This is an optimization exercise on Yosys and OpenROAD, whose aim is small area and a short achievable clock period, not a production implementation. Function was checked by simulation only, so behaviour that the tests miss may differ from the original.

## lane 1
// requant_epilogue
module requant_epilogue #(
    parameter LANES = 2
) (
    input  wire                clk,
    input  wire                rst,
    input  wire                in_valid,
    input  wire [32*LANES-1:0] acc,
    input  wire [31*LANES-1:0] mult,
    input  wire [6*LANES-1:0]  shift,
    input  wire [16*LANES-1:0] zp,
    input  wire [1:0]          fmt,
    input  wire [15:0]         clamp_lo,
    input  wire [15:0]         clamp_hi,
    output reg                 out_valid,
    output reg  [16*LANES-1:0] out_q,
    output reg  [LANES-1:0]    out_sat
);
For scale: about 7200 cells after synthesis, about 240 I/O pins.
clock: 22.0 ns
lec_check: 0
abc_area: 1
cap_margin: 20
core_margin: 2
core_utilization: 55
cts_cluster_diameter: 120
cts_cluster_size: 20
place_density: 0.7
slew_margin: 20
standard.sh (not shown) runs the stock make flow with config.mk's settings and CLKGATE_MAP_FILE= SYNTH_SCRIPT=/design/flow/synth_recipe.tcl, a recipe that flattens the netlist after the stock synthesis.
==> flow/flow/run.sh <==
#!/bin/bash
# Layout flow: the standard.sh (ORFS from synthesis to finish) with
# these changes:
#  - synthesis runs flow/synth_noabc.tcl, which is synth_recipe.tcl with
#    Yosys's synth told -noabc, so that extract_fa maps the RTL's full adders
#    as written (ORFS's own abc mapping still runs after it);
#  - the ports are buffered with buf_1 instead of the delay buffer that
#    buffer_ports picks by default, and flow/post_gp.tcl (run after global
#    placement) makes the output ports' buffers buf_4 and the output
#    registers dfxtp_2.
# standard.sh's output goes to flow_standard.log; ORFS keeps each step's
# log under orfs/logs.
set -euo pipefail
here=$(pwd)
sed "s#SYNTH_SCRIPT=[^ ]*synth_recipe.tcl#SYNTH_SCRIPT=$here/flow/synth_noabc.tcl#" standard.sh > flow_standard.sh
grep -q "SYNTH_SCRIPT=$here/flow/synth_noabc.tcl" flow_standard.sh
export BUFFER_PORTS_ARGS="-buffer_cell sky130_fd_sc_hd__buf_1"
export POST_GLOBAL_PLACE_TCL="$here/flow/post_gp.tcl"
bash flow_standard.sh > flow_standard.log 2>&1
==> flow/flow/post_gp.tcl <==
# Run after global placement (POST_GLOBAL_PLACE_TCL). buffer_ports gave
# every port a buf_1; the outputs, which the output registers drive to the
# die edge, get a buf_4 instead, and the output registers drive strength 2.
foreach inst [get_cells output*] {
  replace_cell $inst sky130_fd_sc_hd__buf_4
}
foreach inst [get_cells {out_q* out_sat* out_valid*}] {
  if {[get_property [get_lib_cells -of_objects $inst] name] == "sky130_fd_sc_hd__dfxtp_1"} {
    replace_cell $inst sky130_fd_sc_hd__dfxtp_2
  }
}
==> flow/flow/synth_noabc.tcl <==
# synth_recipe.tcl with one change: Yosys's synth skips its abc -fast pass
# (-noabc), so extract_fa sees the full adders as the RTL writes them rather
# than after abc has re-mapped them (which leaves inverters between them).
# ORFS's own abc mapping, after the adders are extracted, still runs.
proc synth {args} { yosys synth -nofsm -noshare -noabc {*}$args }
source $::env(SCRIPTS_DIR)/synth.tcl
# left out here: clear keep_hierarchy, flatten, clean up, hide names made inside functions, write 1_2_yosys.v
The final layout from lane 1, which completed every stage, passed the timing, design-rule and antenna checks at the end of the flow.
Inputs modified between lane 1 and lane 2:
-- flow/flow/run.sh --
<<< lane 1, line 2
# Layout flow: the standard.sh (ORFS from synthesis to finish) with
# these changes:
>>> lane 2, line 2
# Layout flow: the standard.sh (ORFS from synthesis to finish) with two
# changes, each one setting:
<<< lane 1, line 7
#  - the ports are buffered with buf_1 instead of the delay buffer that
#    buffer_ports picks by default, and flow/post_gp.tcl (run after global
#    placement) makes the output ports' buffers buf_4 and the output
#    registers dfxtp_2.
>>> lane 2, line 7
#  - the ports are buffered with buf_2 instead of the delay buffer that
#    buffer_ports picks by default.
<<< lane 1, line 17
export BUFFER_PORTS_ARGS="-buffer_cell sky130_fd_sc_hd__buf_1"
export POST_GLOBAL_PLACE_TCL="$here/flow/post_gp.tcl"
>>> lane 2, line 15
export BUFFER_PORTS_ARGS="-buffer_cell sky130_fd_sc_hd__buf_2"
removed: flow/flow/post_gp.tcl
==> comparison <==
- | growth of design area from synthesis to finish | higher: lane 2 |
- Of lane 1 and lane 2, the run reporting the higher cell depth of the worst flop-to-flop path was lane 2.
- Setup slack on the worst flop-to-flop path is lower on lane 2
- Looking at cell type of the slowest stage on the worst timing path, the dfxtp_2 result is from lane 1; the dfxtp_1 one comes from lane 2.
- Delta (lane 2 minus lane 1): source-to-sink clock delay at the later pin of the worst-skew pair went up 0.04 ns; clock buffer and inverter area fraction after layout was more or less identical; number of clock-tree buffers in the layout grew by about 4%; transition time at the pin with the least slew margin dropped 0.12 ns.
- Looking at lane 1 and lane 2, the via count of the first global-routing pass is a wash.
- Lane 1 vs lane 2, launch point of the worst path: out_valid$_SDFF_PP0_ vs out_q[5]$_SDFF_PN0_

separate check: timing with driven ports:
How much do the figures lean on ideal ports? The routed layouts below were timed once more, with nothing changed but the port constraints. Step 1, drivers: a clkbuf_16 drives clk and a buf_2 each remaining input, both assumed. Step 2 also shifts input and output timing later by t, the mid clock arrival at the registers, as if the neighbouring blocks saw the same clock. Slacks: ideal ports / drivers / drivers and shift; pairs: ideal ports / drivers.
run	t (ns)	setup slack, ns	worst setup path after step 2	latest minus earliest clock arrival (ns)
lane 1	0.748	16.470 / 16.390 / 16.802	input to register	0.048 / 0.048
lane 2	0.774	16.464 / 16.382 / 16.939	input to register	0.075 / 0.075
After both steps setup and hold are still met in every run listed.
